This is an optimization exercise on Yosys and OpenROAD, whose aim is small area, a short achievable clock period and few clock cycles, not a production implementation. Function was checked by simulation only, so behaviour that the tests miss may differ from the original. Power is estimated from default activity; no workload was simulated.

==> inputs of run a <==
// ck_unit
module ck_unit (
    input  wire        clk,
    input  wire        rst,
    input  wire        req_valid,
    output wire        req_ready,
    input  wire        req_write,
    input  wire [7:0]  req_addr,
    input  wire [31:0] req_wdata,
    output reg         rsp_valid,
    output reg  [31:0] rsp_rdata,
    output wire        irq,
    output wire        evt_mismatch,
    output reg         evt_alive
);
    localparam [5:0] A_ID        = 6'h00;
    localparam [5:0] A_CTRL      = 6'h01;
    localparam [5:0] A_POLY      = 6'h02;
    localparam [5:0] A_POLYVAL   = 6'h03;
    localparam [5:0] A_INIT      = 6'h04;
    localparam [5:0] A_XOROUT    = 6'h05;
    localparam [5:0] A_BLOCK     = 6'h06;
    localparam [5:0] A_ALIVE     = 6'h07;
    localparam [5:0] A_EXPECTED  = 6'h0B;
    localparam [5:0] A_RESULT    = 6'h0C;
    localparam [5:0] A_FLAGS     = 6'h0D;
    localparam [5:0] A_IRQ_EN    = 6'h0E;
    localparam [5:0] A_BLOCKS    = 6'h10;
    localparam [5:0] A_MISMATCH  = 6'h11;
    localparam [5:0] A_REPEATS   = 6'h12;
    localparam [5:0] A_GAPS      = 6'h13;
    localparam [5:0] A_ALIVE_REF = 6'h14;
    localparam [5:0] A_FEED      = 6'h16;
    localparam [5:0] A_FEED1     = 6'h17;
    localparam [5:0] A_CMD       = 6'h18;
    localparam [31:0] ID_VALUE   = 32'h000D_0100;
    localparam [31:0] MU_P1 = 32'h04D1_01DF;
    localparam [31:0] MU_P2 = 32'h1F91_CAF6;
    localparam [31:0] MU_P3 = 32'h1130_3471;
    localparam [31:0] MU_P4 = 32'h0715_6A16;
    reg        en;
    reg [2:0]  src;
    reg [7:0]  id;
    reg [1:0]  end_mode;
    reg [1:0]  exp_src;
    reg [1:0]  alive_w;
    reg        nibble;
    reg [2:0]  preset;
    reg [5:0]  width;
    reg        refin;
    reg        refout;
    reg [31:0] polyval;
    reg [31:0] initval;
    reg [31:0] xorout;
  ...
export LEC_CHECK = 0
export ABC_CLOCK_PERIOD_IN_PS = 5000
export CAP_MARGIN = 20
export CORE_MARGIN = 2
export CORE_UTILIZATION = 40
export SETUP_SLACK_MARGIN = 2.0
export SLEW_MARGIN = 20
create_clock -name core_clock -period 7.0 [get_ports {clk}]
run.sh (not shown) runs the stock make flow with config.mk's settings and CLKGATE_MAP_FILE= SYNTH_SCRIPT=/design/flow/synth_recipe.tcl, a recipe that flattens the netlist after the stock synthesis.
==> run b: changes against run a <==
--- a/flow/design.v
+++ b/flow/design.v
@@ -70,14 +70,15 @@
     reg [31:0] tail;        
     reg        tail_ref;    
     reg [24:0] nbytes;      
     reg [23:0] left;        
     reg [3:0]  kh;          
     reg [4:0]  ch;          
     reg        ends_r;      
+    reg        nz;          
     reg        as_neg;      
     reg        as_small;    
     reg        as_m1;       
     reg [2:0]  as3;         
     reg [3:0]  as_le;       
     reg [3:0]  as_jh;       
     reg [3:0]  as_jl;       
@@ -259,15 +260,15 @@
         endcase
     end
     wire [15:0] alive_succ = (alive_ref + 16'd1) & alive_mod;
     wire a_first  = alive_hit && !alive_valid;
     wire a_next   = alive_hit && alive_valid && (alive_v == alive_succ);
     wire a_repeat = alive_hit && alive_valid && !(alive_v == alive_succ) && (alive_v == alive_ref);
     wire a_gap    = alive_hit && alive_valid && !(alive_v == alive_succ) && !(alive_v == alive_ref);
-    wire end_ev = (feeding && ends) || (cmd_end && (nbytes != 25'd0));
+    wire end_ev = (feeding && ends) || (cmd_end && nz);
     wire [31:0] t_raw = tail_ref ? refbytes(tail) : tail;
     reg  [31:0] tail_be;
     reg  [31:0] tail_le;
     always @(*) begin
         case (e_bytes)
             3'd1: begin tail_be = {24'd0, t_raw[7:0]};  tail_le = {24'd0, t_raw[7:0]}; end
             3'd2: begin tail_be = {16'd0, t_raw[15:0]}; tail_le = {16'd0, t_raw[7:0], t_raw[15:8]}; end
@@ -330,17 +331,26 @@
                          (need[3] & k0) | (need[4] & kh[0]),
                          (need[2] & k0) | (need[3] & kh[0]) | (need[4] & kh[1]),
                          (need[1] & k0) | (need[2] & kh[0]) | (need[3] & kh[1]) | (need[4] & kh[2]),
                          need[0] | (need[1] & !k0) | (need[2] & (kh[1] | kh[2] | kh[3])) |
                          (need[3] & (kh[2] | kh[3])) | (need[4] & kh[3])};
     wire [4:0] need_n = (blk_rst || end_ev) ? te_n : need_k;
     wire [23:0] aoff_d = q_alive_ok ? wd[23:0] : alive_off;
-    wire [25:0] a_sub_f = {2'b0, aoff_d} - {1'b0, feeding ? n_next : nbytes};
-    wire [25:0] a_sub_n = (blk_rst || end_ev) ? {2'b0, aoff_d} : a_sub_f;
-    wire [1:0]  jh_n    = (aw_d == 2'd3) ? a_sub_n[1:0] + 2'd1 : a_sub_n[1:0];
+    wire [25:0] a_base  = {2'b0, aoff_d} - {1'b0, nbytes};
+    wire        b_sm16  = !a_base[25] && (a_base[24:4] == 21'd0);
+    wire [4:0]  a_t     = {1'b0, a_base[3:0]} - {2'b0, k};
+    wire        f_neg   = a_base[25] || (b_sm16 && a_t[4]);
+    wire        f_m1    = ((&a_base) && k0) || (b_sm16 && (&a_t));
+    wire        f_small = b_sm16 && !a_t[4] && !a_t[3];
+    wire        r_sel   = blk_rst || end_ev;
+    wire        sn_neg   = r_sel ? 1'b0 : f_neg;
+    wire        sn_m1    = r_sel ? 1'b0 : f_m1;
+    wire        sn_small = r_sel ? (aoff_d[23:3] == 21'd0) : f_small;
+    wire [2:0]  sn_low   = r_sel ? aoff_d[2:0] : a_t[2:0];
+    wire [1:0]  jh_n    = (aw_d == 2'd3) ? sn_low[1:0] + 2'd1 : sn_low[1:0];
     wire [4:0] ch_n;
     assign ch_n[4] = kh_n[3] & need_n[0];
     assign ch_n[3] = (kh_n[3] & need_n[1]) | (kh_n[2] & need_n[0]);
     assign ch_n[2] = (kh_n[3] & need_n[2]) | (kh_n[2] & need_n[1]) | (kh_n[1] & need_n[0]);
     assign ch_n[1] = (kh_n[3] & need_n[3]) | (kh_n[2] & need_n[2]) | (kh_n[1] & need_n[1]) | (kh_n[0] & need_n[0]);
     assign ch_n[0] = ~|ch_n[4:1];
     wire [4:0] win_n;
@@ -413,15 +423,15 @@
             block_len <= 24'd64; delim <= 8'd0; alive_off <= 24'd0;
             expected <= 32'd0; result <= 32'd0; res_fix <= 1'b0; cmp_pend <= 1'b0;
             flags <= 7'd0; irq_en <= 7'h77;
             cnt_blocks <= 32'd0; cnt_mismatch <= 32'd0; cnt_repeats <= 32'd0; cnt_gaps <= 32'd0;
             alive_ref <= 16'd0; alive_valid <= 1'b0;
             mu <= MU_P2; p_al <= 32'h1EDC_6F41; i_al <= 32'hFFFF_FFFF;
             lsh <= 5'd0; div_align <= 1'b0;
-            nbytes <= 25'd0;
+            nbytes <= 25'd0; nz <= 1'b0;
             q_ctrl_ok <= 1'b0; q_poly_ok <= 1'b0; q_pval_ok <= 1'b0; q_init_ok <= 1'b0;
             q_xor_ok <= 1'b0; q_block_ok <= 1'b0; q_alive_ok <= 1'b0; q_irqen_ok <= 1'b0;
             q_cfg_err <= 1'b0; q_exp <= 1'b0; q_flags <= 1'b0; q_soft <= 1'b0; q_cmd_end <= 1'b0;
             q_cmd_rst <= 1'b0; q_en_rise <= 1'b0; q_div_trig <= 1'b0; q_cnt <= 4'd0;
             r_new <= 1'b0; vm <= 4'd0; kh <= 4'd0; ch <= 5'd1; ends_r <= 1'b0; div_pend <= 1'b0; div_run <= 1'b0;
             rsp_valid <= 1'b0; rsp_late <= 1'b0; evt_m <= 1'b0;
             evt_alive <= 1'b0;
@@ -550,37 +560,38 @@
                 if (short_crc || short_alive) flags[3] <= 1'b1;
             end else if (res_fix) begin
                 result  <= res_fin;
                 res_fix <= 1'b0;
             end
             if (blk_rst || end_ev) begin
                 nbytes <= 25'd0;
+                nz     <= 1'b0;
             end else if (feeding) begin
                 nbytes <= n_next;
+                nz     <= 1'b1;
             end
         end
         if (blk_rst || end_ev) begin
             crc  <= i_al;
         end else if (feeding) begin
             crc  <= crc_next;
         end
         r_data <= r_data_n;
         d_top <= ({32{win_n[0]}} & sw_n[31:0])  | ({32{win_n[1]}} & sw_n[39:8]) |
                  ({32{win_n[2]}} & sw_n[47:16]) | ({32{win_n[3]}} & sw_n[55:24]) |
                  ({32{win_n[4]}} & sw_n[63:32]);
         need <= need_n;
-        as_neg   <= a_sub_n[25];
-        as_small <= !a_sub_n[25] && (a_sub_n[24:3] == 22'd0);
-        as_m1    <= &a_sub_n;
-        as3      <= a_sub_n[2:0];
-        as_le    <= {4{!a_sub_n[25] && (a_sub_n[24:3] == 22'd0)}} &
-                    {a_sub_n[2:0] <= 3'd3, a_sub_n[2:0] <= 3'd2, a_sub_n[2:0] <= 3'd1, a_sub_n[2:0] == 3'd0};
+        as_neg   <= sn_neg;
+        as_small <= sn_small;
+        as_m1    <= sn_m1;
+        as3      <= sn_low;
+        as_le    <= {4{sn_small}} & {sn_low <= 3'd3, sn_low <= 3'd2, sn_low <= 3'd1, sn_low == 3'd0};
         as_jh    <= (jh_n == 2'd0) ? 4'b0001 : (jh_n == 2'd1) ? 4'b0010 : (jh_n == 2'd2) ? 4'b0100 : 4'b1000;
-        as_jl    <= (&a_sub_n) ? 4'b0001 : (a_sub_n[1:0] == 2'd0) ? 4'b0010 :
-                    (a_sub_n[1:0] == 2'd1) ? 4'b0100 : 4'b1000;
+        as_jl    <= sn_m1 ? 4'b0001 : (sn_low[1:0] == 2'd0) ? 4'b0010 :
+                    (sn_low[1:0] == 2'd1) ? 4'b0100 : 4'b1000;
         dhit <= dhit_n;
         if (feeding) begin
             tail     <= tail_next;
             tail_ref <= e_refin;
         end
         left <= left_next;
     end
Settings changed: ABC_CLOCK_PERIOD_IN_PS 5000 to 4700, SETUP_SLACK_MARGIN 2.0 to 2.3.
==> run c: changes against run a <==
--- a/flow/design.v
+++ b/flow/design.v
@@ -70,14 +70,15 @@
     reg [31:0] tail;        
     reg        tail_ref;    
     reg [24:0] nbytes;      
     reg [23:0] left;        
     reg [3:0]  kh;          
     reg [4:0]  ch;          
     reg        ends_r;      
+    reg        nz;          
     reg        as_neg;      
     reg        as_small;    
     reg        as_m1;       
     reg [2:0]  as3;         
     reg [3:0]  as_le;       
     reg [3:0]  as_jh;       
     reg [3:0]  as_jl;       
@@ -92,14 +93,17 @@
     reg [3:0]  dhit;        
     reg        div_pend;
     reg        div_align;
     reg        div_run;
     reg [31:0] p_al;        
     reg [31:0] i_al;        
     reg [4:0]  lsh;         
+    reg [3:0]  sh8;         
+    reg [7:0]  sh1;         
+    reg        sh_rf;       
     reg [5:0]  e_w;
     reg [31:0] e_poly;
     reg [31:0] e_init;
     reg [31:0] e_xor;
     reg        e_refin;
     reg        e_refout;
     always @(*) begin
@@ -196,14 +200,16 @@
     wire [5:0] width_d  = poly_ok ? wd[13:8] : width;
     wire [1:0] exp_d    = ctrl_ok ? wd[19:18] : exp_src;
     wire [1:0] emode_d  = ctrl_ok ? w_end_mode : end_mode;
     wire [5:0] w_eff_d  = (preset_d == 3'd0) ? width_d :
                           (preset_d == 3'd3) ? 6'd16 :
                           (preset_d == 3'd4) ? 6'd8 : 6'd32;
     wire [5:0] lsh_d    = 6'd32 - w_eff_d;
+    wire       rfo_d    = (preset_d == 3'd0) ? (poly_ok ? wd[15] : refout) :
+                          (preset_d == 3'd1) || (preset_d == 3'd2);
     wire       trl_d    = (exp_d == 2'd1) || (exp_d == 2'd2);
     wire feeding = vm[0];
     wire [2:0] k = {kh[3], kh[2] | kh[1], kh[2] | kh[0]};
     wire ends  = ends_r;
     wire [3:0] rem = ({4{kh[0]}} & {1'b0, vm[3:1]}) | ({4{kh[1]}} & {2'b0, vm[3:2]}) |
                      ({4{kh[2]}} & {3'b0, vm[3]});
     wire split = |rem;
@@ -259,15 +265,15 @@
         endcase
     end
     wire [15:0] alive_succ = (alive_ref + 16'd1) & alive_mod;
     wire a_first  = alive_hit && !alive_valid;
     wire a_next   = alive_hit && alive_valid && (alive_v == alive_succ);
     wire a_repeat = alive_hit && alive_valid && !(alive_v == alive_succ) && (alive_v == alive_ref);
     wire a_gap    = alive_hit && alive_valid && !(alive_v == alive_succ) && !(alive_v == alive_ref);
-    wire end_ev = (feeding && ends) || (cmd_end && (nbytes != 25'd0));
+    wire end_ev = (feeding && ends) || (cmd_end && nz);
     wire [31:0] t_raw = tail_ref ? refbytes(tail) : tail;
     reg  [31:0] tail_be;
     reg  [31:0] tail_le;
     always @(*) begin
         case (e_bytes)
             3'd1: begin tail_be = {24'd0, t_raw[7:0]};  tail_le = {24'd0, t_raw[7:0]}; end
             3'd2: begin tail_be = {16'd0, t_raw[15:0]}; tail_le = {16'd0, t_raw[7:0], t_raw[15:8]}; end
@@ -276,15 +282,22 @@
         endcase
     end
     wire [31:0] exp_value = (exp_src == 2'd1) ? tail_le :
                             (exp_src == 2'd2) ? tail_be : expected;
     wire        end_chunk = feeding && ends;
     wire        end_cmd   = end_ev && !end_chunk;
     wire [31:0] fin_in   = res_fix ? result : crc;
-    wire [31:0] res_fin  = finalize(fin_in, e_refout, lsh, xor_m, wmask);
+    wire [31:0] fs1 = ({32{sh8[0]}} & fin_in)         | ({32{sh8[1]}} & (fin_in >> 8)) |
+                      ({32{sh8[2]}} & (fin_in >> 16)) | ({32{sh8[3]}} & (fin_in >> 24));
+    wire [31:0] fs2 = ({32{sh1[0]}} & fs1)        | ({32{sh1[1]}} & (fs1 >> 1)) |
+                      ({32{sh1[2]}} & (fs1 >> 2)) | ({32{sh1[3]}} & (fs1 >> 3)) |
+                      ({32{sh1[4]}} & (fs1 >> 4)) | ({32{sh1[5]}} & (fs1 >> 5)) |
+                      ({32{sh1[6]}} & (fs1 >> 6)) | ({32{sh1[7]}} & (fs1 >> 7)) |
+                      ({32{sh_rf}} & reflect32(fin_in));
+    wire [31:0] res_fin  = (fs2 ^ xor_m) & wmask;
     wire        mismatch = (cmp_pend || (end_cmd && compare)) &&
                            (((res_fin ^ exp_value) & wmask) != 32'd0);
     wire [3:0] n_lo_k    = {1'b0, nbytes[2:0]} + {1'b0, k};
     wire short_crc   = trailer && (nbytes[24:3] == 22'd0) && (n_lo_k <= {1'b0, e_bytes});
     wire short_alive = (alive_w != 2'd0) &&
                        (aw3 ? (k0 ? (!s_neg || s_m1) : (!s_neg && !lt_k1)) : (!s_neg && !lt_k));
     wire compare     = (exp_src == 2'd0) || (trailer && !short_crc);
@@ -330,17 +343,26 @@
                          (need[3] & k0) | (need[4] & kh[0]),
                          (need[2] & k0) | (need[3] & kh[0]) | (need[4] & kh[1]),
                          (need[1] & k0) | (need[2] & kh[0]) | (need[3] & kh[1]) | (need[4] & kh[2]),
                          need[0] | (need[1] & !k0) | (need[2] & (kh[1] | kh[2] | kh[3])) |
                          (need[3] & (kh[2] | kh[3])) | (need[4] & kh[3])};
     wire [4:0] need_n = (blk_rst || end_ev) ? te_n : need_k;
     wire [23:0] aoff_d = q_alive_ok ? wd[23:0] : alive_off;
-    wire [25:0] a_sub_f = {2'b0, aoff_d} - {1'b0, feeding ? n_next : nbytes};
-    wire [25:0] a_sub_n = (blk_rst || end_ev) ? {2'b0, aoff_d} : a_sub_f;
-    wire [1:0]  jh_n    = (aw_d == 2'd3) ? a_sub_n[1:0] + 2'd1 : a_sub_n[1:0];
+    wire [25:0] a_base  = {2'b0, aoff_d} - {1'b0, nbytes};
+    wire        b_sm16  = !a_base[25] && (a_base[24:4] == 21'd0);
+    wire [4:0]  a_t     = {1'b0, a_base[3:0]} - {2'b0, k};
+    wire        f_neg   = a_base[25] || (b_sm16 && a_t[4]);
+    wire        f_m1    = ((&a_base) && k0) || (b_sm16 && (&a_t));
+    wire        f_small = b_sm16 && !a_t[4] && !a_t[3];
+    wire        r_sel   = blk_rst || end_ev;
+    wire        sn_neg   = r_sel ? 1'b0 : f_neg;
+    wire        sn_m1    = r_sel ? 1'b0 : f_m1;
+    wire        sn_small = r_sel ? (aoff_d[23:3] == 21'd0) : f_small;
+    wire [2:0]  sn_low   = r_sel ? aoff_d[2:0] : a_t[2:0];
+    wire [1:0]  jh_n    = (aw_d == 2'd3) ? sn_low[1:0] + 2'd1 : sn_low[1:0];
     wire [4:0] ch_n;
     assign ch_n[4] = kh_n[3] & need_n[0];
     assign ch_n[3] = (kh_n[3] & need_n[1]) | (kh_n[2] & need_n[0]);
     assign ch_n[2] = (kh_n[3] & need_n[2]) | (kh_n[2] & need_n[1]) | (kh_n[1] & need_n[0]);
     assign ch_n[1] = (kh_n[3] & need_n[3]) | (kh_n[2] & need_n[2]) | (kh_n[1] & need_n[1]) | (kh_n[0] & need_n[0]);
     assign ch_n[0] = ~|ch_n[4:1];
     wire [4:0] win_n;
@@ -412,16 +434,16 @@
             polyval <= 32'd0; initval <= 32'd0; xorout <= 32'd0;
             block_len <= 24'd64; delim <= 8'd0; alive_off <= 24'd0;
             expected <= 32'd0; result <= 32'd0; res_fix <= 1'b0; cmp_pend <= 1'b0;
             flags <= 7'd0; irq_en <= 7'h77;
             cnt_blocks <= 32'd0; cnt_mismatch <= 32'd0; cnt_repeats <= 32'd0; cnt_gaps <= 32'd0;
             alive_ref <= 16'd0; alive_valid <= 1'b0;
             mu <= MU_P2; p_al <= 32'h1EDC_6F41; i_al <= 32'hFFFF_FFFF;
-            lsh <= 5'd0; div_align <= 1'b0;
-            nbytes <= 25'd0;
+            lsh <= 5'd0; sh8 <= 4'b0001; sh1 <= 8'd0; sh_rf <= 1'b1; div_align <= 1'b0;
+            nbytes <= 25'd0; nz <= 1'b0;
             q_ctrl_ok <= 1'b0; q_poly_ok <= 1'b0; q_pval_ok <= 1'b0; q_init_ok <= 1'b0;
             q_xor_ok <= 1'b0; q_block_ok <= 1'b0; q_alive_ok <= 1'b0; q_irqen_ok <= 1'b0;
             q_cfg_err <= 1'b0; q_exp <= 1'b0; q_flags <= 1'b0; q_soft <= 1'b0; q_cmd_end <= 1'b0;
             q_cmd_rst <= 1'b0; q_en_rise <= 1'b0; q_div_trig <= 1'b0; q_cnt <= 4'd0;
             r_new <= 1'b0; vm <= 4'd0; kh <= 4'd0; ch <= 5'd1; ends_r <= 1'b0; div_pend <= 1'b0; div_run <= 1'b0;
             rsp_valid <= 1'b0; rsp_late <= 1'b0; evt_m <= 1'b0;
             evt_alive <= 1'b0;
@@ -457,14 +479,17 @@
             q_cmd_rst  <= c_cmd && (cw[1:0] == 2'd2);
             q_cnt      <= {cwr && (ca == A_GAPS), cwr && (ca == A_REPEATS),
                            cwr && (ca == A_MISMATCH), cwr && (ca == A_BLOCKS)};
             q_div_trig <= (c_poly && !c_poly_bad && (cw[2:0] == 3'd0)) ||
                           (cwr && ((ca == A_POLYVAL) || (ca == A_INIT)) && !en_d && (preset_d == 3'd0));
             div_pend <= div_trig;
             lsh      <= lsh_d[4:0];
+            sh8      <= 4'b0001 << lsh_d[4:3];
+            sh1      <= rfo_d ? 8'd0 : (8'b0000_0001 << lsh_d[2:0]);
+            sh_rf    <= rfo_d;
             if (div_pend) begin
                 p_al      <= polyval & wmask;
                 i_al      <= initval & wmask;
                 mu        <= wmask;
                 div_align <= 1'b1;
             end else if (div_align) begin
                 if (mu[31]) begin
@@ -550,37 +575,38 @@
                 if (short_crc || short_alive) flags[3] <= 1'b1;
             end else if (res_fix) begin
                 result  <= res_fin;
                 res_fix <= 1'b0;
             end
             if (blk_rst || end_ev) begin
                 nbytes <= 25'd0;
+                nz     <= 1'b0;
             end else if (feeding) begin
                 nbytes <= n_next;
+                nz     <= 1'b1;
             end
         end
         if (blk_rst || end_ev) begin
             crc  <= i_al;
         end else if (feeding) begin
             crc  <= crc_next;
         end
         r_data <= r_data_n;
         d_top <= ({32{win_n[0]}} & sw_n[31:0])  | ({32{win_n[1]}} & sw_n[39:8]) |
                  ({32{win_n[2]}} & sw_n[47:16]) | ({32{win_n[3]}} & sw_n[55:24]) |
                  ({32{win_n[4]}} & sw_n[63:32]);
         need <= need_n;
-        as_neg   <= a_sub_n[25];
-        as_small <= !a_sub_n[25] && (a_sub_n[24:3] == 22'd0);
-        as_m1    <= &a_sub_n;
-        as3      <= a_sub_n[2:0];
-        as_le    <= {4{!a_sub_n[25] && (a_sub_n[24:3] == 22'd0)}} &
-                    {a_sub_n[2:0] <= 3'd3, a_sub_n[2:0] <= 3'd2, a_sub_n[2:0] <= 3'd1, a_sub_n[2:0] == 3'd0};
+        as_neg   <= sn_neg;
+        as_small <= sn_small;
+        as_m1    <= sn_m1;
+        as3      <= sn_low;
+        as_le    <= {4{sn_small}} & {sn_low <= 3'd3, sn_low <= 3'd2, sn_low <= 3'd1, sn_low == 3'd0};
         as_jh    <= (jh_n == 2'd0) ? 4'b0001 : (jh_n == 2'd1) ? 4'b0010 : (jh_n == 2'd2) ? 4'b0100 : 4'b1000;
-        as_jl    <= (&a_sub_n) ? 4'b0001 : (a_sub_n[1:0] == 2'd0) ? 4'b0010 :
-                    (a_sub_n[1:0] == 2'd1) ? 4'b0100 : 4'b1000;
+        as_jl    <= sn_m1 ? 4'b0001 : (sn_low[1:0] == 2'd0) ? 4'b0010 :
+                    (sn_low[1:0] == 2'd1) ? 4'b0100 : 4'b1000;
         dhit <= dhit_n;
         if (feeding) begin
             tail     <= tail_next;
             tail_ref <= e_refin;
         end
         left <= left_next;
     end
Settings changed: SETUP_SLACK_MARGIN 2.0 to 1.8.
==> summary of the runs <==
Sequential cell count, lowest first: run a, run b, run c.
Register-to-register slack, lowest first: run a, run c, run b.
Critical path depth, lowest first: run b, run c, run a.
The lowest fmax belongs to run a, the highest to run b.
Power, highest first: run b, run a, run c.
Testbench counts of run a, summed over its fixed seeds: cycles 7,129.
Testbench counts of run b, summed over its fixed seeds: cycles 7,129.
Testbench counts of run c, summed over its fixed seeds: cycles 7,129.

==> what the ideal ports hide <==
No port has a modelled driver above. Below, the same layouts with a new extraction and two added sets of constraints. Step 1, drivers: a clkbuf_16 drives clk and a buf_2 each remaining input, both assumed. Step 2 moves the port delays by t, midway between the first and last clock arrival at a register: inputs arrive t later, outputs are due t later. That takes back most of the time a late clock gives input paths. a / b / c = no drivers / after step 1 / after step 2; a / b = the first two.
| run | t (ns) | setup slack, ns | clock arrival spread, ns | cell pins on the clock port's net |
|---|---|---|---|---|
| run a | 0.791 | 1.716 / 1.716 / 1.716 | 0.112 / 0.112 | 1 |
| run b | 0.803 | 1.914 / 1.914 / 1.914 | 0.041 / 0.041 | 1 |
| run c | 0.817 | 1.813 / 1.813 / 1.238 | 0.077 / 0.077 | 1 |
After both steps setup and hold are still met in every run listed. The setup slack of run c, which loses most, moves by 0.000 ns with the drivers and by -0.575 ns with both steps.
